Source: an optimization exercise on an open RTL-to-GDS flow (aim: small area, a short achievable clock period and few clock cycles). Production flows keep margins and buffers that such runs may drop.
Where RTL was checked, it was by simulation tests only, not by an equivalence proof against the original.
For runs 5 and 6, only the layout was checked, not whether the RTL still works.

==> flow/design.v, too long to show whole: its modules and the start of the top module <==
// module fp32_add: 125 lines
// module fp32_mul: 698 lines
// module cc_pi: 125 lines
module cc_pi (
    input  wire        clk,
    input  wire        rst,           
    input  wire        in_valid,
    output wire        in_ready,
    input  wire [31:0] in_e,
    input  wire [31:0] in_ff,
    input  wire [31:0] in_r,          
    input  wire [31:0] in_kp,
    input  wire [31:0] in_kit,
    input  wire [31:0] in_lo,
    input  wire [31:0] in_hi,
    input  wire [31:0] in_i0,
    output reg         out_valid,
    output wire [31:0] out_y,
    output wire [31:0] out_i,
    output reg         out_held
);
  // ...
==> flow/flow/run.sh <==
#!/bin/bash
# Standard layout (the standard.sh, unchanged synthesis and steps), with
# repair_timing asked to aim for a larger setup slack than the clock needs,
# so that it shortens the critical paths. Constraints are the design's.
set -euo pipefail
MARGIN=${MARGIN:-$(cat flow/margin.txt)}
bash standard.sh finish SETUP_SLACK_MARGIN=$MARGIN > flow_make.log 2>&1
==> flow/flow/margin.txt <==
19
==> flow/standard.sh <==
#!/bin/bash
# synth_recipe.tcl (not shown) runs the flow's synth.tcl, then flattens the netlist and writes it again
# the make line also repeats each setting of config.mk as NAME=value (left out here)
make -C /OpenROAD-flow-scripts/flow DESIGN_CONFIG=/design/flow/config.mk WORK_HOME=/design/flow/orfs CLKGATE_MAP_FILE= SYNTH_SCRIPT=/design/flow/synth_recipe.tcl "${@:-finish}"
==> flow/config.mk <==
export PLATFORM = sky130hd
export DESIGN_NAME = cc_pi
export DESIGN_NICKNAME = cc_pi
export VERILOG_FILES = /design/flow/design.v
export SDC_FILE = /design/flow/constraint.sdc
export NUM_CORES = 4
export LEC_CHECK = 0
export ABC_AREA = 1
export CAP_MARGIN = 20
export CORE_MARGIN = 2
export CORE_UTILIZATION = 55
export PLACE_DENSITY = 0.7
export SLEW_MARGIN = 20
==> flow/constraint.sdc <==
create_clock -name core_clock -period 30.0 [get_ports {clk}]
set_input_delay 6.0000 -clock core_clock [delete_from_list [all_inputs] [get_ports {clk}]]
set_output_delay 6.0000 -clock core_clock [all_outputs]
set_load 0.01 [all_outputs]
==> results.py, run 1 <==
metrics = {
    "layout": {
        "nonClockBufferCount": 537,
        "nClkBuffers": 68,
        "multi_input_cells": 5328,
    },
    "worst_setup_path": {
        "crit_start": "acc[1]$_DFF_P_",
        "cp-end-kind": "flop",
        "critPathBufInv": 9,
        "critPathSlowestCell": "dfxtp_1",
        "path_class": "reg2reg",
        "crit_arrival_ps": 11220,
        "worst_setup_path_start_kind": "flop",
        "crit_cells": 65,
        "slowest_delay_ps": 550,
        "r2r-end": "acc[26]$_DFF_P_",
    },
    "clocking": {
        "cts_resized": 113,
        "cts_tree": "done",
        "root_buffer": "clkbuf_16",
        "clock_latency_ps": 680,
    },
    "sta": {
        "rsz0062_at_grt": "false",
        "setup_tns_ps": 0,
        "hold_viol": 0,
        "report.final.slew_viol_count": 0,
    },
    "hold_path": {
        "whs_endpoint": "ma[19]$_DFF_P_",
        "hold_path_startpoint": "kp[19]$_DFF_P_",
    },
    "routing": {
        "via_count": 52200,
        "met3_length_um": 25200,
    },
    "synth": {
        "yosysTopAreaCell": "dfxtp_1",
        "synth_cell_type_count": 69,
        "syn-instance-count": 7056,
        "netlist_area_um2": 48700,
        "async_flop_share_pct": 0,
    },
    "placement": {
        "io_buffer_count": 325,
    },
    "run_status": {
        "status": "complete, no violations",
    },
    "floorplan": {
        "boundaryPins": 326,
    },
    "global_routing": {
        "grt_max_degree": 74,
    },
}
Testbench counts, summed over its fixed seeds: cycles 9,352.
==> run 2, diff against run 1 <==
==> flow/flow/margin.txt (replaced) <==
20
--- a/flow/config.mk
+++ b/flow/config.mk
@@ -10,4 +10,4 @@
 export CORE_MARGIN = 2
-export CORE_UTILIZATION = 55
-export PLACE_DENSITY = 0.7
+export CORE_UTILIZATION = 40
 export SLEW_MARGIN = 20
+export TNS_END_PERCENT = 0
==> run 2 against run 1 <==
Against the previous run: design area is 2.0% higher; largest cell class unchanged.
==> results.py, run 2 <==
metrics = {
    "run_status": {
        "status": "complete, no violations",
    },
    "sta": {
        "tightest_slew_ps": 1200,
        "fin_ws_ps": 19680,
        "report.final.slew_viol_count": 0,
        "hold_viol": 0,
        "clock.fmax_mhz": 96.9,
        "setup_tns_ps": 0,
        "fin_crit_ps": 10320,
        "slew_headroom_pct": 19.3,
        "setup_viol": 0,
        "finalCritPeriodShare_pct": 34.4,
        "rsz0062_at_grt": "true",
        "skew_ps": 33.6,
    },
    "global_routing": {
        "grt.overflow.total": 0,
        "antenna_found_initial": 7,
        "grt_max_degree": 76,
        "grt_usage_pct": 32.2,
        "grt_pass1_vias": 49300,
        "grt_first_pass_wirelength_um": 308000,
    },
    "floorplan": {
        "fp.dieArea_um2": 124000,
        "core_area_um2": 120000,
        "boundaryPins": 326,
        "start_util_pct": 40.4,
        "rows": 127,
        "die_w_um": 353,
        "die_h_um": 353,
    },
    "routing": {
        "wl_per_cell_um": 23.0,
        "ant_nets": 0,
        "firstDrtPassIters": 8,
        "routed_via_density": 5.73,
        "drt_iter0_markers": 6149,
        "routed_wl_um": 207000,
        "via_count": 51600,
        "route.detailed.drc": 0,
    },
    "clocking": {
        "root_buffer": "clkbuf_16",
        "cts-buffers-inserted": 51,
        "cts.hold.buffers_added": 0,
        "cts.clk_slew.worst_paths_ps": 70,
        "clock_sinks": 462,
        "clock_path_buffers": 3,
        "cts_tree": "done",
        "clock_latency_ps": 670,
        "htree_num_levels": 2,
    },
    "placement": {
        "gp_congestion": 1.03,
        "place_ws_ps": 15960,
        "dp.final_hpwl_um": 156000,
        "placed_cell_area_um2": 53100,
        "io_buffer_count": 325,
    },
    "synth": {
        "synth_area_leaders": "dfxtp_1, nand2_1, fa_1",
        "postSynthAreaPerCell_um2": 6.90,
        "async_flop_share_pct": 0,
        "synth_ff_type": "dfxtp_1",
        "synth_cell_type_count": 69,
        "ys_seq_area_share_pct": 21.6,
        "synth_seq_cells": 462,
        "synth_common_cells": "nand2_1, inv_1, nand3_1, nor2_1, o21ai_0",
        "synth_most_common_cell": "nand2_1",
        "ys.warnings.count": 3,
        "syn-instance-count": 7056,
        "synth-edff-count": 128,
        "synth_top_area_share_pct": 13.7,
        "netlist_area_um2": 48700,
        "yosysTopAreaCell": "dfxtp_1",
    },
    "layout": {
        "finalInstanceArea_um2": 58100,
        "nNetsFinal": 8162,
        "area_delta_synth_final_pct": 19.5,
        "final_common_cell": "nand2_1",
        "drive_above_1_share_pct": 9.93,
        "final_cell_mix": "nand2_1, inv_1, nand3_1",
    },
    "worst_setup_path": {
        "slowest_delay_ps": 940,
        "crit_arrival_ps": 10940,
        "worst_setup_path_start_kind": "flop",
        "cp-end-kind": "flop",
        "path_class": "reg2reg",
        "required_ps": 30610,
        "critPathSlowestCell": "o21ai_0",
        "crit_top_cell": "nand2_1",
        "cp_max_fo": 20,
    },
    "hold_path": {
        "hold_class": "reg2reg",
    },
    "run": {
        "cap_violations": 0,
    },
}
-- run 2: cell types whose count changed in the layout (fill, tap and decap cells not counted), sizes merged, moves of 2 or more --
cell,previous run,this run
buf,203,233
clkinv,36,40
diode,5,2
nand2,1705,1699
clkbuf,75,62
bufinv,7,5
bufbuf,3,5
-- run 2: per-layer routing --
metal	vias to the layer above	part of all wire [%]	GRT usage (%)
met5	-	0.017	0
met4	6	4.6	13.1
met3	502	11	8.10
met2	2835	42	47.9
met1	24500	42	44.2
li1	23800	-	-
-- run 2: metrics by stage --
stage / util (%) / hold slack, ps / instances
3_3_place_gp: 44.2 / 373 / 8743
4_1_cts: 47.9 / 395 / 8983
2_1_floorplan: - / 348 / 7056
5_1_grt: 48.3 / 403 / 9004
6_report: 48.3 / 394 / 9005
3_5_place_dp: 44.2 / 383 / 8743
-- run 2: kinds of logic (layout without fill, tap and decap cells) --
| group | after synthesis | after routing | share of synthesized area, % |
|---|---|---|---|
| buffers and inverters | 1286 | 1607 | 10.4 |
| muxes | 4 | 4 | 0.0823 |
| other | 0 | 2 | 0 |
| and+or+nand+nor | 3142 | 3155 | 28.1 |
| adders and majority gates | 555 | 555 | 18.1 |
| DFF | 462 | 462 | 21.6 |
| AOI/OAI and AO/OA | 1152 | 1153 | 13.4 |
| xor gates and xnor gates | 455 | 455 | 8.26 |
-- run 2: layout make-up --
| type | count | area, µm² |
|---|---|---|
| fillers | 12200 | 62200 |
| multi-input cells | 5322 | 34500 |
| flip-flops and latches | 462 | 10600 |
| repair buffers | 562 | 5580 |
| inverters | 947 | 3640 |
| well taps | 1612 | 2020 |
| clock buffers | 62 | 1350 |
| clock inverters | 34 | 418 |
| repair inverters | 2 | 15.0 |
| diodes | 2 | 5.00 |
-- run 2: timing repair --
item | in CTS | in global routing
endpoints found under the setup margin | 128 | 128
gates cloned | 24 | 2
pin swaps | 64 | 30
resized for setup | 349 | 85
buffers inserted | 120 | 18
-- run 2: worst max-delay path: cells and delay by family (launching register included) --
kind | cells | cell delay (ps)
buffers and inverters | 12 | 1640
AOI/OAI and AO/OA | 14 | 3130
adders and majority gates | 4 | 1320
DFF | 1 | 380
and+or+nand+nor | 33 | 3430
xor gates and xnor gates | 2 | 330
-- run 2: path summary, 6_finish.rpt --
kind                         from             endpoint  slack (ps)  cells after the start
setup / recovery  acc[12]$_DFF_P_  y_r[8]$_SDFFE_PP0P_       19680                     65
hold / removal      vB$_SDFF_PP0_        vC$_SDFF_PP0_         390                      2
setup reg to reg  acc[12]$_DFF_P_  y_r[8]$_SDFFE_PP0P_       19680                     65
hold reg to reg     vB$_SDFF_PP0_        vC$_SDFF_PP0_         390                      2
==> run 3, diff against run 2 <==
--- a/flow/config.mk
+++ b/flow/config.mk
@@ -8,6 +8,6 @@
 export ABC_AREA = 1
-export CAP_MARGIN = 20
+export CAP_MARGIN = 5
 export CORE_MARGIN = 2
 export CORE_UTILIZATION = 40
-export SLEW_MARGIN = 20
+export SLEW_MARGIN = 5
 export TNS_END_PERCENT = 0
==> run 3 against run 2 <==
Against the previous run: still clean on timing, DRC and antenna; count of clock-buffer cells in the layout unchanged; sequential share of layout area is essentially flat; die area did not move; design area barely moved; flip-flop and latch count unchanged; clock skew down 0.59 ps; critical path type unchanged; highest routed layer unchanged.
==> results.py, run 3 <==
metrics = {
    "synth": {
        "ys_seq_area_share_pct": 21.6,
        "synth_common_cells": "nand2_1, inv_1, nand3_1, nor2_1, o21ai_0",
        "syn-instance-count": 7056,
        "synth_most_common_cell": "nand2_1",
        "synth_ff_type": "dfxtp_1",
        "yosysTopAreaCell": "dfxtp_1",
        "synth_area_leaders": "dfxtp_1, nand2_1, fa_1",
        "ys.warnings.count": 3,
        "synth_cell_type_count": 69,
        "netlist_area_um2": 48700,
        "synth_top_area_share_pct": 13.7,
        "synth-edff-count": 128,
        "async_flop_share_pct": 0,
        "synth_seq_cells": 462,
        "postSynthAreaPerCell_um2": 6.90,
    },
    "global_routing": {
        "grt_max_degree": 76,
        "grt_pass1_vias": 49300,
        "grt_usage_pct": 32.2,
        "grt.overflow.total": 0,
        "antenna_found_initial": 7,
        "grt_first_pass_wirelength_um": 308000,
    },
    "layout": {
        "final_cell_mix": "nand2_1, inv_1, nand3_1",
        "final_common_cell": "nand2_1",
        "finalInstanceArea_um2": 58100,
        "multi_input_area_um2": 34500,
        "area_delta_synth_final_pct": 19.5,
        "register_area_um2": 10600,
        "nNetsFinal": 8162,
        "fillers": 12200,
        "post_layout_nonfiller_instances": 9005,
        "drive_above_1_share_pct": 9.92,
    },
    "worst_setup_path": {
        "crit_arrival_ps": 10910,
        "crit_top_cell": "nand2_1",
        "worst-r2r-setup-slack_ps": 19660,
        "critPathBufInv": 10,
        "critPathSlowestCell": "dfxtp_2",
        "cp_max_fo": 32,
        "required_ps": 30570,
        "cp-end-kind": "flop",
        "path_class": "reg2reg",
        "worst_setup_path_start_kind": "flop",
        "cpLargestDelayFamily": "simple AND/OR/NAND/NOR gates",
        "slowest_delay_ps": 380,
    },
    "run_status": {
        "status": "complete, no violations",
    },
    "sta": {
        "fin_crit_ps": 10340,
        "hold_viol": 0,
        "report.final.slew_viol_count": 0,
        "rsz0062_at_grt": "true",
        "tightest_slew_ps": 1350,
        "skew_ps": 33.0,
        "finalCritPeriodShare_pct": 34.5,
        "clock.fmax_mhz": 96.7,
        "slew_headroom_pct": 9.36,
        "setup_viol": 0,
        "setup_tns_ps": 0,
    },
    "clocking": {
        "cts.clk_slew.worst_paths_ps": 70,
        "clock_sinks": 462,
        "cts.hold.buffers_added": 0,
        "clock_latency_ps": 670,
        "cts-buffers-inserted": 51,
        "root_buffer": "clkbuf_16",
        "htree_num_levels": 2,
        "clock_path_buffers": 3,
        "cts_tree": "done",
    },
    "routing": {
        "drt_iter0_markers": 6142,
        "via_count": 51600,
        "routed_via_density": 5.73,
        "firstDrtPassIters": 6,
        "routed_wl_um": 207000,
        "wl_per_cell_um": 23.0,
        "ant_nets": 0,
        "route.detailed.drc": 0,
    },
    "floorplan": {
        "start_util_pct": 40.4,
        "die_h_um": 353,
        "boundaryPins": 326,
        "rows": 127,
        "fp.dieArea_um2": 124000,
        "die_w_um": 353,
        "core_area_um2": 120000,
    },
    "placement": {
        "io_buffer_count": 325,
        "placed_cell_area_um2": 53100,
        "dp.final_hpwl_um": 156000,
        "dpl.cell_count": 8743,
        "gp_congestion": 1.03,
    },
    "run": {
        "cap_violations": 0,
    },
    "hold_path": {
        "hold_class": "reg2reg",
    },
}
-- run 3: cell counts after synthesis --
No cell type changed its count.
-- run 3: cells by family after synthesis --
kind of cell / count (synthesis) / synth area share [%]
AO/OA/AOI/OAI: 1152 / 13.4
flip-flops: 462 / 21.6
multiplexers: 4 / 0.0823
AND/OR/NAND/NOR: 3142 / 28.1
buffers and inverters: 1286 / 10.4
adder cells (fa/ha/maj): 555 / 18.1
XOR/XNOR: 455 / 8.26
-- run 3: worst register-to-register path, delay by kind of cell, from the launching register on --
kind                     cells  cell delay (ps)
AO/OA/AOI/OAI                5              850
adder cells (fa/ha/maj)      3             1030
AND/OR/NAND/NOR             46             6050
flip-flops                   1              380
buffers and inverters       10             1700
XOR/XNOR                     1              250
-- run 3: stage by stage --
stage	util (%)	setup WS (ps)	hold WS (ps)
after floorplan	-	20050	348
after global placement	44.2	15970	373
after detailed placement	44.2	15960	383
after CTS	47.9	19790	395
after global routing	48.3	19110	403
final	48.3	19660	394
-- run 3: area by class of cell --
cell class,count,area share (%)
Timing Repair inverter,2,0.0258
Tap cell,1612,3.47
Timing Repair Buffer,562,9.60
Sequential cell,462,18.2
Inverter,947,6.27
Multi-Input combinational cell,5322,59.4
Clock inverter,34,0.719
Antenna cell,2,0.00861
Clock buffer,62,2.32
-- run 3: metal layers --
metal,vias up,wire (µm),global-route usage [%]
met5,-,36,0
met4,6,9490,13.1
met3,497,23100,8.10
met2,2841,86500,47.9
met1,24500,87800,44.2
li1,23800,-,-
-- run 3: path summary, 6_finish.rpt --
| kind | from | endpoint | depth (start not counted) |
|---|---|---|---|
| setup / recovery | acc[12]$_DFF_P_ | y_r[1]$_SDFFE_PP0P_ | 65 |
| hold / removal | vB$_SDFF_PP0_ | vC$_SDFF_PP0_ | 2 |
| setup reg to reg | acc[12]$_DFF_P_ | y_r[1]$_SDFFE_PP0P_ | 65 |
| hold reg to reg | vB$_SDFF_PP0_ | vC$_SDFF_PP0_ | 2 |
-- run 3: repair_timing --
action	4_1_cts	5_1_grt
gates resized for setup	349	86
pin swaps	64	30
cloned	24	2
endpoints found under the setup margin	128	128
setup buffers	120	18
==> run 4, diff against run 3 <==
==> flow/flow/run.sh (replaced) <==
#!/bin/bash
# Standard layout (the standard.sh, unchanged synthesis and steps), with
# repair_timing asked to aim for a larger setup slack than the clock needs,
# so that it shortens the critical paths, and the buffers that synthesis put
# in removed before placement so that repair buffers the nets itself.
# Constraints are the design's.
set -euo pipefail
MARGIN=${MARGIN:-$(cat flow/margin.txt)}
bash standard.sh finish SETUP_SLACK_MARGIN=$MARGIN REMOVE_ABC_BUFFERS=1 > flow_make.log 2>&1
--- a/flow/config.mk
+++ b/flow/config.mk
@@ -8,6 +8,6 @@
 export ABC_AREA = 1
-export CAP_MARGIN = 5
+export CAP_MARGIN = 20
 export CORE_MARGIN = 2
 export CORE_UTILIZATION = 40
-export SLEW_MARGIN = 5
+export SLEW_MARGIN = 20
 export TNS_END_PERCENT = 0
==> run 4 against run 3 <==
Against the previous run: still clean on timing, DRC and antenna; core utilization fell by 0.30 points; sequential share of layout area grew 0.098 points; critical path depth increased by 6; setup slack lost 190 ps; design area is 0.62% lower; register-to-register slack lost 190 ps; global-route usage shrank 0.075 points; fmax down 1.8%; flip-flop and latch count stayed put; critical path type unchanged; critical endpoint is now acc[24]$_DFF_P_; highest routed layer unchanged.
==> results.py, run 4 <==
metrics = {
    "global_routing": {
        "grt_max_degree": 69,
        "grt.overflow.total": 0,
        "grt_usage_pct": 32.1,
        "grt_pass1_vias": 47900,
        "grt_first_pass_wirelength_um": 306000,
        "antenna_found_initial": 8,
    },
    "synth": {
        "ys.warnings.count": 3,
        "synth_area_leaders": "dfxtp_1, nand2_1, fa_1",
        "yosysTopAreaCell": "dfxtp_1",
        "synth_seq_cells": 462,
        "synth-edff-count": 128,
        "synth_most_common_cell": "nand2_1",
        "synth_top_area_share_pct": 13.7,
        "synth_common_cells": "nand2_1, inv_1, nand3_1, nor2_1, o21ai_0",
        "postSynthAreaPerCell_um2": 6.90,
        "syn-instance-count": 7056,
        "synth_ff_type": "dfxtp_1",
        "async_flop_share_pct": 0,
        "synth_cell_type_count": 69,
        "ys_seq_area_share_pct": 21.6,
        "netlist_area_um2": 48700,
    },
    "run": {
        "cap_violations": 0,
    },
    "clocking": {
        "clock_path_buffers": 3,
        "clock_sinks": 462,
        "cts.hold.buffers_added": 0,
        "root_buffer": "clkbuf_16",
        "clock_latency_ps": 700,
        "cts_tree": "done",
        "cts-buffers-inserted": 52,
        "htree_num_levels": 2,
        "cts.clk_slew.worst_paths_ps": 60,
    },
    "layout": {
        "final_cell_mix": "nand2_1, inv_1, nand3_1",
        "drive_above_1_share_pct": 9.10,
        "nNetsFinal": 8131,
        "final_common_cell": "nand2_1",
        "area_delta_synth_final_pct": 18.7,
        "post_layout_nonfiller_instances": 8974,
    },
    "worst_setup_path": {
        "path_class": "reg2reg",
        "cp_max_fo": 25,
        "required_ps": 30520,
        "worst_setup_path_start_kind": "flop",
        "slowest_delay_ps": 430,
        "cp-end-kind": "flop",
        "cpLargestDelayFamily": "simple AND/OR/NAND/NOR gates",
        "crit_top_cell": "nand2_1",
        "critPathBufInv": 11,
        "critPathSlowestCell": "ha_1",
        "crit_arrival_ps": 11060,
    },
    "hold_path": {
        "hold_class": "reg2reg",
    },
    "floorplan": {
        "boundaryPins": 326,
        "rows": 127,
        "die_h_um": 353,
        "die_w_um": 353,
        "fp.dieArea_um2": 124000,
        "start_util_pct": 40.4,
        "core_area_um2": 120000,
    },
    "placement": {
        "dp.final_hpwl_um": 155000,
        "place_ws_ps": 15590,
        "dpl.cell_count": 8738,
        "io_buffer_count": 325,
        "gp_congestion": 1.01,
    },
    "sta": {
        "clock.fmax_mhz": 94.9,
        "finalCritPeriodShare_pct": 35.1,
        "setup_viol": 0,
        "setup_tns_ps": 0,
        "hold_viol": 0,
        "tightest_slew_ps": 1210,
        "slew_headroom_pct": 19.4,
        "hold_slack_ps": 366,
        "skew_ps": 49.8,
        "rsz0062_at_grt": "true",
        "fin_ws_ps": 19470,
        "report.final.slew_viol_count": 0,
        "fin_crit_ps": 10540,
    },
    "routing": {
        "via_count": 50800,
        "routed_via_density": 5.67,
        "ant_nets": 0,
        "drt_iter0_markers": 5774,
        "firstDrtPassIters": 6,
        "routed_wl_um": 207000,
        "wl_per_cell_um": 23.1,
        "route.detailed.drc": 0,
    },
    "run_status": {
        "status": "complete, no violations",
    },
}
==> run 4: final cells by class <==
| type | count | area, µm² |
|---|---|---|
| Antenna cell | 3 | 7.51 |
| Clock buffer | 74 | 1540 |
| Clock inverter | 22 | 267 |
| Fill cell | 12100 | 62500 |
| Inverter | 947 | 3630 |
| Multi-Input combinational cell | 5318 | 34200 |
| Sequential cell | 462 | 10600 |
| Tap cell | 1612 | 2020 |
| Timing Repair Buffer | 532 | 5460 |
| Timing Repair inverter | 4 | 25.0 |
==> run 4: logic make-up (layout without fill, tap and decap cells) <==
kind of cell | count (synthesis) | after routing | share of synthesized area (%)
mux | 4 | 4 | 0.0823
flops | 462 | 462 | 21.6
fa+ha+maj | 555 | 555 | 18.1
simple gates | 3142 | 3152 | 28.1
other cells | 0 | 3 | 0
buf+inv | 1286 | 1579 | 10.4
compound gates | 1152 | 1152 | 13.4
xor+xnor | 455 | 455 | 8.26
==> run 4: repair_timing <==
| action | in CTS | in global routing |
|---|---|---|
| gates resized for setup | 299 | 95 |
| pin swaps | 40 | 32 |
| setup endpoints to repair | 128 | 128 |
| cloned | 28 | 4 |
| setup buffers | 76 | 29 |
==> run 4: through the flow <==
step / cell area (µm²) / util (%)
3_3_place_gp: 53100 / 44.1
5_1_grt: 57800 / 48.0
3_5_place_dp: 53100 / 44.1
4_1_cts: 57100 / 47.5
2_1_floorplan: 47200 / -
6_report: 57800 / 48.0
==> run 4: per-layer routing <==
metal	part of all wire [%]	routed length [µm]	vias up	global-route usage, %
li1	-	-	23700	-
met1	41	85300	23900	42.6
met2	44	91300	2752	51.0
met3	10	21000	495	6.30
met4	4.7	9720	8	13.1
met5	0.023	48	-	0
==> run 4: path summary, 6_finish.rpt <==
kind | from | end | slack (ps) | depth (start not counted)
worst min register to register | hi1[31]$_DFFE_PP_ | hi2[31]$_DFF_P_ | 370 | 0
worst min-delay path | hi1[31]$_DFFE_PP_ | hi2[31]$_DFF_P_ | 370 | 0
worst max-delay path | acc[18]$_DFF_P_ | acc[24]$_DFF_P_ | 19470 | 71
worst max register to register | acc[18]$_DFF_P_ | acc[24]$_DFF_P_ | 19470 | 71
==> module cc_pi, before the edit <==
module cc_pi (
    input  wire        clk,
    input  wire        rst,           
    input  wire        in_valid,
    output wire        in_ready,
    input  wire [31:0] in_e,
    input  wire [31:0] in_ff,
    input  wire [31:0] in_r,          
    input  wire [31:0] in_kp,
    input  wire [31:0] in_kit,
    input  wire [31:0] in_lo,
    input  wire [31:0] in_hi,
    input  wire [31:0] in_i0,
    output reg         out_valid,
    output wire [31:0] out_y,
    output wire [31:0] out_i,
    output reg         out_held
);
    function [31:0] flush(input [31:0] x);
        flush = (x[30:23] == 8'h00) ? {x[31], 31'd0} : x;
    endfunction
    function is_nan(input [31:0] x);
        is_nan = (x[30:23] == 8'hff) && (x[22:0] != 0);
    endfunction
    function is_fin(input [31:0] x);
        is_fin = (x[30:23] != 8'hff);
    endfunction
    function lt(input [31:0] a, input [31:0] b);
        if (is_nan(a) || is_nan(b))                  lt = 1'b0;
        else if (a[30:0] == 0 && b[30:0] == 0)       lt = 1'b0;
        else if (a[31] != b[31])                     lt = a[31];
        else if (!a[31])                             lt = a[30:0] < b[30:0];
        else                                         lt = a[30:0] > b[30:0];
    endfunction
    reg        rdy;
    reg [31:0] e, kp, ma, ff1, lo1, hi1, i01;
    reg        r1, n1;
    wire       acc_in = in_valid && rdy;
    wire       r_true = !in_r[31] && (in_r[30:23] >= 8'h7e) &&
                        !((in_r[30:23] == 8'hff) && (in_r[22:0] != 0));
    wire       nan_in = is_nan(in_e) || is_nan(in_ff);
    wire       short  = r_true || nan_in;
    always @(posedge clk) begin
        if (rdy) begin
            e   <= in_e;
            ff1 <= in_ff;
            lo1 <= in_lo;
            hi1 <= in_hi;
        end
        kp  <= in_kp;
        ma  <= vA ? kp : in_kit;
        i01 <= in_i0;
        r1  <= r_true;
        n1  <= nan_in;
    end
    reg  vA, vB, vC, vD;        
    reg  sA;                    
    reg  rD;                    
    reg  hD;                    
    reg  negD, posD, crossD;    
    reg  [31:0] m, acc, inew, st_i, y_r;
    reg  [31:0] lo2, hi2;
    wire [31:0] mr, ar;
    fp32_mul u_mul (.a(ma), .b(e), .y(mr));
    fp32_add u_add (.a(acc), .b(m), .y(ar));
    wire gt_hi = lt(hi2, ar);
    wire lt_lo = lt(ar, lo2);
    wire fin_n = is_fin(inew);
    wire live  = vD && !hD;
    wire tk_g  = rD || negD;                  
    wire tk_l  = rD || posD;                  
    wire upd_g = live && (fin_n || !tk_g);    
    wire upd_l = live && (fin_n || !tk_l);
    wire upd_e = live && fin_n;
    wire [31:0] hsel = (rD && crossD) ? lo2 : hi2;
    wire [31:0] y_g  = upd_g ? hsel : y_r;
    wire [31:0] y_l  = upd_l ? lo2 : y_r;
    wire [31:0] i_g  = (upd_g && tk_g) ? inew : st_i;
    wire [31:0] i_l  = (upd_l && tk_l) ? inew : st_i;
    wire [31:0] i_e  = upd_e ? inew : st_i;
    wire [31:0] y_nx = gt_hi ? y_g : (lt_lo ? y_l : (upd_e ? ar : y_r));
    wire [31:0] i_nx = gt_hi ? i_g : (lt_lo ? i_l : i_e);
    wire        keep = gt_hi ? !upd_g : (lt_lo ? !upd_l : !upd_e);
    always @(posedge clk) begin
        if (rst) begin
            rdy       <= 1'b1;
            vA        <= 1'b0;
            sA        <= 1'b0;
            vB        <= 1'b0;
            vC        <= 1'b0;
            vD        <= 1'b0;
            st_i      <= 32'h00000000;
            y_r       <= 32'h00000000;
            out_valid <= 1'b0;
            out_held  <= 1'b0;
        end else begin
            rdy <= !(acc_in && !short) && !vA;
            vA  <= acc_in && !short;
            sA  <= acc_in && short;
            vB  <= vA;
            vC  <= vB;
            vD  <= vC || sA;
            out_valid <= vD;
            out_held  <= keep;
            st_i      <= i_nx;
            y_r       <= y_nx;
        end
    end
    wire ld_d = vC || sA;
    always @(posedge clk) begin
        m      <= ld_d ? flush(ff1) : mr;
        acc    <= vA ? i_nx : (sA ? flush(i01) : ar);
        inew   <= sA ? flush(i01) : acc;
        rD     <= sA && r1;
        hD     <= sA && !r1;
        negD   <= e[31] && (e[30:23] != 8'h00);
        posD   <= !e[31] && (e[30:23] != 8'h00);
        crossD <= lt(flush(hi1), flush(lo1));
        lo2    <= flush(lo1);
        hi2    <= flush(hi1);
    end
    assign in_ready = rdy;
    assign out_y    = y_r;
    assign out_i    = st_i;
endmodule
==> run 5, diff against run 4 <==
--- a/flow/design.v
+++ b/flow/design.v
@@ -898,10 +898,10 @@
     wire [31:0] hsel = (rD && crossD) ? lo2 : hi2;
-    wire [31:0] y_g  = upd_g ? hsel : y_r;
-    wire [31:0] y_l  = upd_l ? lo2 : y_r;
-    wire [31:0] i_g  = (upd_g && tk_g) ? inew : st_i;
-    wire [31:0] i_l  = (upd_l && tk_l) ? inew : st_i;
-    wire [31:0] i_e  = upd_e ? inew : st_i;
-    wire [31:0] y_nx = gt_hi ? y_g : (lt_lo ? y_l : (upd_e ? ar : y_r));
-    wire [31:0] i_nx = gt_hi ? i_g : (lt_lo ? i_l : i_e);
-    wire        keep = gt_hi ? !upd_g : (lt_lo ? !upd_l : !upd_e);
+    wire sy_h = gt_hi && upd_g;                        
+    wire sy_l = !gt_hi && lt_lo && upd_l;              
+    wire sy_u = !gt_hi && !lt_lo && upd_e;             
+    wire keep = !(sy_h || sy_l || sy_u);               
+    wire take = (sy_h && tk_g) || (sy_l && tk_l) || sy_u;    
+    wire [31:0] y_nx = ({32{sy_h}} & hsel) | ({32{sy_l}} & lo2) |
+                       ({32{sy_u}} & ar)   | ({32{keep}} & y_r);
+    wire [31:0] i_nx = take ? inew : st_i;
     always @(posedge clk) begin
@@ -934,3 +934,3 @@
         m      <= ld_d ? flush(ff1) : mr;
-        acc    <= vA ? i_nx : (sA ? flush(i01) : ar);
+        acc    <= (vA && take) ? inew : (vA ? st_i : (sA ? flush(i01) : ar));
         inew   <= sA ? flush(i01) : acc;
==> flow/flow/run.sh (replaced) <==
#!/bin/bash
# Standard layout (the standard.sh, unchanged synthesis and steps), with
# repair_timing asked to aim for a larger setup slack than the clock needs,
# so that it shortens the critical paths. Constraints are the design's.
set -euo pipefail
MARGIN=${MARGIN:-$(cat flow/margin.txt)}
bash standard.sh finish SETUP_SLACK_MARGIN=$MARGIN > flow_make.log 2>&1
==> run 5 against run 4 <==
Against the previous run: via count increased by 0.12%; first-iteration DRC count increased by 0.69%; synthesized cell count decreased by 2.5%; hold slack improved by 14 ps; die area decreased by 1.6%; sequential share of layout area decreased by 0.57 points; routed wire length decreased by 0.64%; design area increased by 3.4%; register-to-register slack improved by 260 ps; setup slack improved by 260 ps; highest routed layer unchanged.
==> results.py, run 5 <==
metrics = {
    "sta": {
        "rsz0062_at_grt": "true",
        "report.final.slew_viol_count": 0,
        "setup_viol": 0,
        "skew_ps": 60.2,
        "hold_viol": 0,
        "slew_headroom_pct": 18.4,
        "setup_tns_ps": 0,
        "clock.fmax_mhz": 97.3,
        "fin_crit_ps": 10270,
        "tightest_slew_ps": 1210,
        "finalCritPeriodShare_pct": 34.2,
    },
    "run": {
        "cap_violations": 0,
    },
    "synth": {
        "synth_top_area_share_pct": 14.0,
        "synth_cell_type_count": 69,
        "synth_seq_cells": 462,
        "synth_common_cells": "nand2_1, inv_1, nand3_1, nor2_1, o21ai_0",
        "ys_seq_area_share_pct": 22.0,
        "synth-edff-count": 128,
        "synth_area_leaders": "dfxtp_1, nand2_1, fa_1",
        "synth_most_common_cell": "nand2_1",
        "syn-instance-count": 6880,
        "synth_ff_type": "dfxtp_1",
        "async_flop_share_pct": 0,
        "yosysTopAreaCell": "dfxtp_1",
        "netlist_area_um2": 47900,
        "ys.warnings.count": 3,
        "postSynthAreaPerCell_um2": 6.96,
    },
    "global_routing": {
        "grt_usage_pct": 32.7,
        "grt.overflow.total": 0,
        "grt_max_degree": 99,
        "grt_first_pass_wirelength_um": 304000,
        "grt_pass1_vias": 48700,
        "antenna_found_initial": 8,
    },
    "worst_setup_path": {
        "cp-end-kind": "flop",
        "r2r-end": "acc[17]$_DFF_P_",
        "slowest_delay_ps": 490,
        "critPathSlowestCell": "dfxtp_1",
        "crit_arrival_ps": 10840,
        "required_ps": 30560,
        "worst_setup_path_start_kind": "flop",
        "cp_max_fo": 32,
        "worst-r2r-setup-slack_ps": 19730,
        "ff2ff_path_depth": 64,
        "timing.rr.start": "m[12]$_DFF_P_",
        "path_class": "reg2reg",
        "crit_top_cell": "nand2_1",
    },
    "floorplan": {
        "boundaryPins": 326,
        "die_w_um": 350,
        "die_h_um": 350,
        "fp.dieArea_um2": 122000,
        "start_util_pct": 40.4,
        "rows": 126,
        "core_area_um2": 118000,
    },
    "clocking": {
        "clock_path_buffers": 3,
        "cts_tree": "done",
        "htree_num_levels": 2,
        "root_buffer": "clkbuf_16",
        "clock_latency_ps": 680,
        "clock_sinks": 462,
        "cts-buffers-inserted": 53,
        "cts.clk_slew.worst_paths_ps": 70,
        "cts.hold.buffers_added": 0,
    },
    "routing": {
        "drt_iter0_markers": 5814,
        "firstDrtPassIters": 8,
        "routed_via_density": 5.70,
        "via_count": 50900,
        "wl_per_cell_um": 23.1,
        "routed_wl_um": 206000,
        "ant_nets": 0,
        "route.detailed.drc": 0,
    },
    "placement": {
        "io_buffer_count": 325,
        "gp_congestion": 1.05,
        "dp.final_hpwl_um": 151000,
    },
    "layout": {
        "drive_above_1_share_pct": 14.3,
        "multi_input_area_um2": 35200,
        "final_cell_mix": "nand2_1, inv_1, nand3_1",
        "register_area_um2": 10600,
        "nNetsFinal": 8100,
        "final_common_cell": "nand2_1",
        "area_delta_synth_final_pct": 24.8,
        "fillers": 11800,
    },
    "hold_path": {
        "hold_class": "reg2reg",
        "whs_path_depth": 0,
        "hold_path_startpoint": "lo1[27]$_DFFE_PP_",
        "whs_endpoint": "lo2[27]$_DFF_P_",
    },
    "run_status": {
        "status": "complete, no violations",
    },
}
[run 5: cell types whose count changed in the layout (fill, tap and decap cells not counted), moves of 26 or more]
cell     previous run  this run
a31oi_1            43        12
inv_2              43        70
buf_4             158       252
nand4_1            91       194
nor2_1            454       403
ha_1              286       260
nand2_1          1612      1506
o21ai_0           403       309
nand3_1           655       448
[run 5: repair_timing]
action / 4_1_cts / 5_1_grt
pin swaps: 92 / 104
cloned: 44 / 6
setup buffers: 163 / 55
resized for setup: 534 / 315
endpoints found under the setup margin: 128 / 128
[run 5: layer usage]
layer / vias to the layer above / share of wire [%] / global-route usage [%]
li1: 23500 / - / -
met2: 2765 / 43 / 50.0
met3: 564 / 9.7 / 5.36
met1: 24100 / 41 / 44.3
met5: - / 0.019 / 0
met4: 6 / 6.1 / 16.8
[run 5: cells by family (layout without fill, tap and decap cells)]
logic type                 Yosys count  in the layout  share of synthesized area [%]
and+or+nand+nor                   3003           3031                           27.6
buffers and inverters             1321           1739                           10.8
AOI/OAI and AO/OA                 1092           1094                           12.9
adders and majority gates          558            558                           18.5
DFF                                462            462                           22.0
xor gates and xnor gates           440            440                           8.08
muxes                                4              4                         0.0837
other                                0              5                              0
[run 5: how the worst max path moves through the flow]
stage / from / endpoint / slack, ps / depth (start not counted)
finish: m[12]$_DFF_P_ / acc[17]$_DFF_P_ / 19730 / 64
floorplan: m[27]$_DFF_P_ / st_i[10]$_SDFFE_PP0P_ / 20000 / 74
CTS: m[28]$_DFF_P_ / acc[28]$_DFF_P_ / 19970 / 73
global route: acc[12]$_DFF_P_ / acc[28]$_DFF_P_ / 19210 / 73
global placement: m[23]$_DFF_P_ / acc[2]$_DFF_P_ / 14040 / 62
detailed placement: m[23]$_DFF_P_ / acc[22]$_DFF_P_ / 13970 / 61
[run 5: worst max-delay path, delay by kind of cell, from the launching register on]
| family | cells | cell delay (ps) |
|---|---|---|
| simple gates | 38 | 4370 |
| compound gates | 12 | 2340 |
| fa+ha+maj | 4 | 1310 |
| buf+inv | 9 | 1310 |
| flops | 1 | 490 |
| xor+xnor | 1 | 260 |
[run 5: area by class of cell]
| class | count | share of cell area, % |
|---|---|---|
| Antenna cell | 5 | 0.0209 |
| Clock buffer | 72 | 2.56 |
| Clock inverter | 28 | 0.507 |
| Inverter | 995 | 6.49 |
| Multi-Input combinational cell | 5127 | 59.0 |
| Sequential cell | 462 | 17.8 |
| Tap cell | 1600 | 3.35 |
| Timing Repair Buffer | 638 | 10.2 |
| Timing Repair inverter | 6 | 0.0796 |
[run 5: stage by stage]
stage	hold slack, ps	cells	cell area, µm²	worst slack, ps	utilization, %
after floorplan	348	6880	47900	20000	-
after global placement	358	8559	52300	14040	44.2
after detailed placement	362	8560	52300	13970	44.2
after CTS	378	8867	58000	19970	49.0
after global routing	395	8932	59700	19210	50.5
final	381	8933	59700	19730	50.5
==> module fp32_add, before the edit <==
module fp32_add (
    input  wire [31:0] a,
    input  wire [31:0] b,
    output reg  [31:0] y
);
    wire        sa = a[31], sb = b[31];
    wire [7:0]  ea = a[30:23], eb = b[30:23];
    wire [22:0] fa = a[22:0],  fb = b[22:0];
    wire a_max  = (ea == 8'hff);
    wire b_max  = (eb == 8'hff);
    wire a_nan  = a_max && (fa != 0);
    wire b_nan  = b_max && (fb != 0);
    wire a_inf  = a_max && (fa == 0);
    wire b_inf  = b_max && (fb == 0);
    wire a_zero = (ea == 8'h00);
    wire b_zero = (eb == 8'h00);
    wire [8:0]  dab  = {1'b0, ea} - {1'b0, eb};
    wire [8:0]  dba  = {1'b0, eb} - {1'b0, ea};
    wire        swap = {eb, fb} > {ea, fa};
    wire        sx   = swap ? sb : sa;
    wire [7:0]  ex   = swap ? eb : ea;
    wire [7:0]  d    = swap ? dba[7:0] : dab[7:0];
    wire [23:0] mx   = swap ? {~b_zero, fb} : {~a_zero, fa};
    wire [23:0] my   = swap ? {~a_zero, fa} : {~b_zero, fb};
    wire        sub  = sa ^ sb;
    reg  [25:0] sh;
    reg         st;
    always @(*) begin
        sh = {my, 2'b00};
        st = 1'b0;
        if (d[0]) begin st = st | sh[0];      sh = {1'b0,  sh[25:1]};  end
        if (d[1]) begin st = st | (|sh[1:0]);  sh = {2'b0,  sh[25:2]};  end
        if (d[2]) begin st = st | (|sh[3:0]);  sh = {4'b0,  sh[25:4]};  end
        if (d[3]) begin st = st | (|sh[7:0]);  sh = {8'b0,  sh[25:8]};  end
        if (d[4]) begin st = st | (|sh[15:0]); sh = {16'b0, sh[25:16]}; end
        if (d[7:5] != 3'b000) begin st = |my; sh = 26'd0; end
    end
    wire [23:0] yh  = sh[25:2];
    wire [2:0]  yl  = {sh[1:0], st};
    wire        bor = sub && (yl != 3'd0);
    wire [2:0]  lo  = sub ? (3'd0 - yl) : yl;            
    wire [25:0] yx  = sub ? ~{2'b00, yh} : {2'b00, yh};
    wire        cin = sub && !bor;
    wire [25:0] t0  = {2'b00, mx} + yx + {25'd0, cin};
    wire [25:0] t1  = {2'b00, mx} + yx + {24'd0, cin, !cin};
    wire [25:0] t2  = {2'b00, mx} + yx + {24'd0, 1'b1, cin};
    wire        l27 = t0[24];
    wire        l26 = !t0[24] && t0[23];
    reg  [22:0] fman;
    reg         fovf;
    reg         fup;
    always @(*) begin
        if (l27) begin
            fup  = t0[0] && ((lo != 3'd0) || t0[1]);
            fman = fup ? t2[23:1] : t0[23:1];
            fovf = fup && t2[25];
        end else if (l26) begin
            fup  = lo[2] && ((lo[1:0] != 2'd0) || t0[0]);
            fman = fup ? t1[22:0] : t0[22:0];
            fovf = fup && t1[24];
        end else begin
            fup  = lo[1] && (lo[0] || lo[2]);
            fman = !fup ? {t0[21:0], lo[2]} :
                   (lo[2] ? {t1[21:0], 1'b0} : {t0[21:0], 1'b1});
            fovf = fup && lo[2] && t1[23];
        end
    end
    wire [7:0]  ex_p2 = ex + 8'd2;
    wire [7:0]  ex_p1 = ex + 8'd1;
    wire [7:0]  ex_m1 = ex - 8'd1;
    reg  [7:0]  fexp;
    reg         finf, fflu;
    always @(*) begin
        finf = 1'b0;
        fflu = 1'b0;
        if (l27) begin
            fexp = fovf ? ex_p2 : ex_p1;
            finf = fovf ? (ex >= 8'd253) : (ex >= 8'd254);
        end else if (l26) begin
            fexp = fovf ? ex_p1 : ex;
            finf = fovf && (ex >= 8'd254);
        end else begin
            fexp = fovf ? ex : ex_m1;
            fflu = !fovf && (ex <= 8'd1);
        end
    end
    wire [24:0] xn   = {mx, 1'b0};
    wire [24:0] yn   = d[0] ? {1'b0, my} : {my, 1'b0};
    wire [24:0] dn   = xn - yn;
    reg  [4:0]  lz;
    integer k;
    always @(*) begin
        lz = 5'd25;
        for (k = 0; k <= 24; k = k + 1)
            if (dn[k]) lz = 5'd24 - k[4:0];
    end
    wire [24:0] nsh  = dn << lz;
    wire [9:0]  ne   = {2'b00, ex} - {5'd0, lz};
    wire        near = sub && (d[7:1] == 7'd0) && !(d[0] && dn[24]);
    always @(*) begin
        if (a_nan || b_nan || (a_inf && b_inf && (sa != sb)))
            y = 32'h7fc00000;
        else if (a_inf)
            y = {sa, 8'hff, 23'd0};
        else if (b_inf)
            y = {sb, 8'hff, 23'd0};
        else if (a_zero && b_zero)
            y = {sa & sb, 31'd0};
        else if (near) begin
            if (dn == 25'd0)
                y = 32'h00000000;                    
            else if ($signed(ne) <= 10'sd0)
                y = {sx, 31'd0};                     
            else
                y = {sx, ne[7:0], nsh[23:1]};
        end else begin
            if (finf)
                y = {sx, 8'hff, 23'd0};
            else if (fflu)
                y = {sx, 31'd0};                     
            else
                y = {sx, fexp, fman};
        end
    end
endmodule
==> run 6, diff against run 5 <==
--- a/flow/design.v
+++ b/flow/design.v
@@ -43,5 +43,9 @@
     wire        cin = sub && !bor;
-    wire [25:0] t0  = {2'b00, mx} + yx + {25'd0, cin};
-    wire [25:0] t1  = {2'b00, mx} + yx + {24'd0, cin, !cin};
-    wire [25:0] t2  = {2'b00, mx} + yx + {24'd0, 1'b1, cin};
+    wire [25:0] v0  = {2'b00, mx} + yx;
+    wire [25:0] v1  = {2'b00, mx} + yx + 26'd1;
+    wire [25:0] v2  = {2'b00, mx} + yx + 26'd2;
+    wire [25:0] v3  = {2'b00, mx} + yx + 26'd3;
+    wire [25:0] t0  = cin ? v1 : v0;
+    wire [25:0] t1  = cin ? v2 : v1;
+    wire [25:0] t2  = cin ? v3 : v2;
     wire        l27 = t0[24];
@@ -99,26 +103,20 @@
     wire        near = sub && (d[7:1] == 7'd0) && !(d[0] && dn[24]);
+    wire [31:0] far_y  = finf ? {sx, 8'hff, 23'd0} :
+                         fflu ? {sx, 31'd0} :             
+                                {sx, fexp, fman};
+    wire [31:0] near_y = (dn == 25'd0)       ? 32'h00000000 :      
+                         ($signed(ne) <= 10'sd0) ? {sx, 31'd0} :   
+                                               {sx, ne[7:0], nsh[23:1]};
+    wire        spec   = a_nan || b_nan || a_inf || b_inf || (a_zero && b_zero);
+    wire [31:0] spec_y = (a_nan || b_nan || (a_inf && b_inf && (sa != sb))) ? 32'h7fc00000 :
+                         a_inf ? {sa, 8'hff, 23'd0} :
+                         b_inf ? {sb, 8'hff, 23'd0} :
+                                 {sa & sb, 31'd0};
     always @(*) begin
-        if (a_nan || b_nan || (a_inf && b_inf && (sa != sb)))
-            y = 32'h7fc00000;
-        else if (a_inf)
-            y = {sa, 8'hff, 23'd0};
-        else if (b_inf)
-            y = {sb, 8'hff, 23'd0};
-        else if (a_zero && b_zero)
-            y = {sa & sb, 31'd0};
-        else if (near) begin
-            if (dn == 25'd0)
-                y = 32'h00000000;                    
-            else if ($signed(ne) <= 10'sd0)
-                y = {sx, 31'd0};                     
-            else
-                y = {sx, ne[7:0], nsh[23:1]};
-        end else begin
-            if (finf)
-                y = {sx, 8'hff, 23'd0};
-            else if (fflu)
-                y = {sx, 31'd0};                     
-            else
-                y = {sx, fexp, fman};
-        end
+        if (spec)
+            y = spec_y;
+        else if (near)
+            y = near_y;
+        else
+            y = far_y;
     end
@@ -898,10 +896,10 @@
     wire [31:0] hsel = (rD && crossD) ? lo2 : hi2;
-    wire sy_h = gt_hi && upd_g;                        
-    wire sy_l = !gt_hi && lt_lo && upd_l;              
-    wire sy_u = !gt_hi && !lt_lo && upd_e;             
-    wire keep = !(sy_h || sy_l || sy_u);               
-    wire take = (sy_h && tk_g) || (sy_l && tk_l) || sy_u;    
-    wire [31:0] y_nx = ({32{sy_h}} & hsel) | ({32{sy_l}} & lo2) |
-                       ({32{sy_u}} & ar)   | ({32{keep}} & y_r);
-    wire [31:0] i_nx = take ? inew : st_i;
+    wire [31:0] y_g  = upd_g ? hsel : y_r;
+    wire [31:0] y_l  = upd_l ? lo2 : y_r;
+    wire [31:0] i_g  = (upd_g && tk_g) ? inew : st_i;
+    wire [31:0] i_l  = (upd_l && tk_l) ? inew : st_i;
+    wire [31:0] i_e  = upd_e ? inew : st_i;
+    wire [31:0] y_nx = gt_hi ? y_g : (lt_lo ? y_l : (upd_e ? ar : y_r));
+    wire [31:0] i_nx = gt_hi ? i_g : (lt_lo ? i_l : i_e);
+    wire        keep = gt_hi ? !upd_g : (lt_lo ? !upd_l : !upd_e);
     always @(posedge clk) begin
@@ -934,3 +932,3 @@
         m      <= ld_d ? flush(ff1) : mr;
-        acc    <= (vA && take) ? inew : (vA ? st_i : (sA ? flush(i01) : ar));
+        acc    <= vA ? i_nx : (sA ? flush(i01) : ar);
         inew   <= sA ? flush(i01) : acc;
==> run 6 against run 5 <==
Against the previous run: critical path type unchanged; critical endpoint is now y_r[10]$_SDFFE_PP0P_; final cell count rose by 1.1%; sequential share of layout area down 0.23 points; synthesized area rose by 1.5%; first-iteration DRC count grew 14%; largest cell class unchanged; still clean on timing, DRC and antenna; synthesized cell count increased by 1.4%; hold slack better by 25 ps; design area increased by 1.6%.
==> results.py, run 6 <==
metrics = {
    "floorplan": {
        "core_area_um2": 120000,
        "fp.dieArea_um2": 124000,
        "rows": 127,
        "start_util_pct": 40.4,
        "die_w_um": 352,
        "die_h_um": 352,
        "boundaryPins": 326,
    },
    "synth": {
        "async_flop_share_pct": 0,
        "synth_cell_type_count": 73,
        "ys.warnings.count": 3,
        "syn-instance-count": 6977,
        "postSynthAreaPerCell_um2": 6.96,
        "synth_ff_type": "dfxtp_1",
        "synth_top_area_share_pct": 13.8,
        "synth_seq_cells": 462,
        "netlist_area_um2": 48600,
        "synth_most_common_cell": "nand2_1",
        "synth_area_leaders": "dfxtp_1, nand2_1, fa_1",
        "yosysTopAreaCell": "dfxtp_1",
        "ys_seq_area_share_pct": 21.7,
        "synth_common_cells": "nand2_1, inv_1, nand3_1, o21ai_0, nor2_1",
        "synth-edff-count": 128,
    },
    "layout": {
        "nNetsFinal": 8190,
        "final_common_cell": "nand2_1",
        "final_cell_mix": "nand2_1, inv_1, nand3_1",
        "finalInstanceArea_um2": 60700,
        "multi_input_area_um2": 35500,
        "register_area_um2": 10700,
        "post_layout_nonfiller_instances": 9033,
        "drive_above_1_share_pct": 14.8,
        "area_delta_synth_final_pct": 25.1,
        "fillers": 11900,
    },
    "worst_setup_path": {
        "slowest_delay_ps": 440,
        "r2r-end": "y_r[10]$_SDFFE_PP0P_",
        "worst_setup_path_start_kind": "flop",
        "critPathSlowestCell": "a21oi_1",
        "path_class": "reg2reg",
        "required_ps": 30590,
        "worst-r2r-setup-slack_ps": 19340,
        "timing.rr.start": "acc[9]$_DFF_P_",
        "crit_cells": 66,
        "cpLargestDelayFamily": "simple AND/OR/NAND/NOR gates",
        "critPathBufInv": 15,
        "crit_top_cell": "nand2_1",
        "cp-end-kind": "flop",
        "crit_arrival_ps": 11250,
        "cp_max_fo": 13,
        "ff2ff_path_depth": 66,
    },
    "routing": {
        "via_count": 51900,
        "ant_nets": 0,
        "route.detailed.drc": 0,
        "wl_per_cell_um": 23.8,
        "firstDrtPassIters": 9,
        "drt_iter0_markers": 6602,
        "routed_wl_um": 215000,
        "routed_via_density": 5.75,
    },
    "sta": {
        "report.final.slew_viol_count": 0,
        "rsz0062_at_grt": "true",
        "hold_viol": 0,
        "clock.fmax_mhz": 93.8,
        "skew_ps": 45.2,
        "tightest_slew_ps": 1160,
        "setup_tns_ps": 0,
        "finalCritPeriodShare_pct": 35.5,
        "slew_headroom_pct": 21.7,
        "setup_viol": 0,
        "fin_crit_ps": 10660,
    },
    "global_routing": {
        "grt.overflow.total": 0,
        "grt_first_pass_wirelength_um": 314000,
        "grt_usage_pct": 33.1,
        "antenna_found_initial": 18,
        "grt_pass1_vias": 49000,
        "grt_max_degree": 73,
    },
    "clocking": {
        "clock_path_buffers": 3,
        "cts_tree": "done",
        "root_buffer": "clkbuf_16",
        "clock_latency_ps": 670,
        "clock_sinks": 462,
        "cts.clk_slew.worst_paths_ps": 70,
        "htree_num_levels": 2,
        "cts-buffers-inserted": 53,
    },
    "hold_path": {
        "whs_endpoint": "vC$_SDFF_PP0_",
        "whs_path_depth": 2,
        "hold_class": "reg2reg",
        "hold_path_startpoint": "vB$_SDFF_PP0_",
    },
    "placement": {
        "dpl.cell_count": 8649,
        "io_buffer_count": 325,
        "placed_cell_area_um2": 53000,
        "dp.final_hpwl_um": 160000,
        "gp_congestion": 1.11,
    },
    "run_status": {
        "status": "complete, no violations",
    },
    "run": {
        "cap_violations": 0,
    },
}
-- run 6: changes by cell type after synthesis, sizes merged, moves of 8 or more --
| cell | delta |
|---|---|
| a21o | -8 |
| nand2 | -20 |
| o21ai | +143 |
| nor3 | -17 |
| nand3 | +36 |
| nand3b | -17 |
| nand4 | -103 |
| xor2 | +27 |
| inv | -22 |
| a31oi | +36 |
| buf | +25 |
| nor2 | -26 |
| o211ai | +28 |
-- run 6: metal layers --
metal	track usage [%]	up-vias	routed length, µm
li1	-	23800	-
met1	44.6	24600	88000
met2	50.5	2935	92000
met3	6.99	586	22700
met4	15.8	10	12600
met5	0	-	67
-- run 6: cell families (layout without fill, tap and decap cells) --
| group | Yosys count | after routing | share of synthesized area [%] |
|---|---|---|---|
| muxes | 9 | 9 | 0.186 |
| adders and majority gates | 560 | 560 | 18.3 |
| xor gates and xnor gates | 467 | 468 | 8.50 |
| AOI/OAI and AO/OA | 1293 | 1293 | 15.2 |
| DFF | 462 | 462 | 21.7 |
| buffers and inverters | 1321 | 1751 | 10.9 |
| other | 0 | 7 | 0 |
| and+or+nand+nor | 2865 | 2871 | 25.3 |
-- run 6: worst register-to-register path: cells and delay by family (launching register included) --
family | cells | cell delay, ps
AO/OA/AOI/OAI | 16 | 3360
XOR/XNOR | 3 | 460
adder cells (fa/ha/maj) | 3 | 950
buffers and inverters | 15 | 1860
flip-flops | 1 | 360
AND/OR/NAND/NOR | 29 | 3650
-- run 6: worst max-delay path by stage --
stage | from | to | slack [ps]
after global routing | m[1]$_DFF_P_ | y_r[15]$_SDFFE_PP0P_ | 18880
after global placement | m[23]$_DFF_P_ | y_r[13]$_SDFFE_PP0P_ | 15980
after CTS | m[28]$_DFF_P_ | y_r[22]$_SDFFE_PP0P_ | 19610
after floorplan | m[29]$_DFF_P_ | acc[23]$_DFF_P_ | 19950
final | acc[9]$_DFF_P_ | y_r[10]$_SDFFE_PP0P_ | 19340
after detailed placement | m[23]$_DFF_P_ | y_r[0]$_SDFFE_PP0P_ | 15440
-- run 6: final cells by class --
type / count / share of cell area, %
Timing Repair Buffer: 678 / 11.3
Inverter: 968 / 6.25
Clock buffer: 75 / 2.52
Multi-Input combinational cell: 5201 / 58.5
Timing Repair inverter: 7 / 0.0804
Antenna cell: 7 / 0.0288
Tap cell: 1612 / 3.32
Sequential cell: 462 / 17.5
Clock inverter: 23 / 0.389
-- run 6: what timing repair did --
action,in CTS,in global routing
buffers inserted,150,90
cloned,32,7
endpoints found under the setup margin,128,128
pin swaps,118,140
hold buffers,0,0
gates resized for setup,497,314
-- run 6: metrics by stage --
| step | setup WS [ps] | util (%) | hold slack [ps] |
|---|---|---|---|
| after floorplan | 19950 | - | 348 |
| after global placement | 15980 | 44.1 | 376 |
| after detailed placement | 15440 | 44.1 | 384 |
| after CTS | 19610 | 48.9 | 404 |
| after global routing | 18880 | 50.5 | 418 |
| final | 19340 | 50.5 | 406 |

[re-timing with driven ports]
No port has a modelled driver above. Below, the same layouts with a new extraction and two added sets of constraints.
Step 1 assumes that a clkbuf_16 drives the clock port and a buf_2 every other input.
Step 2 also shifts input and output timing later by t, the mid clock arrival at the registers, as if the neighbouring blocks saw the same clock.
Slacks: ideal ports / drivers / drivers and shift; pairs: ideal ports / drivers.
run | t (ns) | setup slack, ns | worst hold slack (ns) | worst register clock-pin slew, ns | worst data-port slew with drivers (ns)
run 1 | 0.724 | 19.274 / 19.274 / 19.274 | 0.409 / 0.409 / 0.409 | 0.10 / 0.10 | 0.10
run 2 | 0.736 | 19.676 / 19.676 / 19.676 | 0.394 / 0.394 / 0.394 | 0.07 / 0.07 | 0.14
run 3 | 0.736 | 19.659 / 19.659 / 19.659 | 0.394 / 0.394 / 0.394 | 0.07 / 0.07 | 0.14
run 4 | 0.750 | 19.465 / 19.465 / 19.465 | 0.366 / 0.366 / 0.366 | 0.08 / 0.08 | 0.12
run 5 | 0.732 | 19.726 / 19.726 / 19.726 | 0.381 / 0.381 / 0.381 | 0.07 / 0.07 | 0.13
run 6 | 0.719 | 19.343 / 19.343 / 19.343 | 0.406 / 0.406 / 0.406 | 0.08 / 0.08 | 0.17
After both steps setup and hold are still met in every run listed.
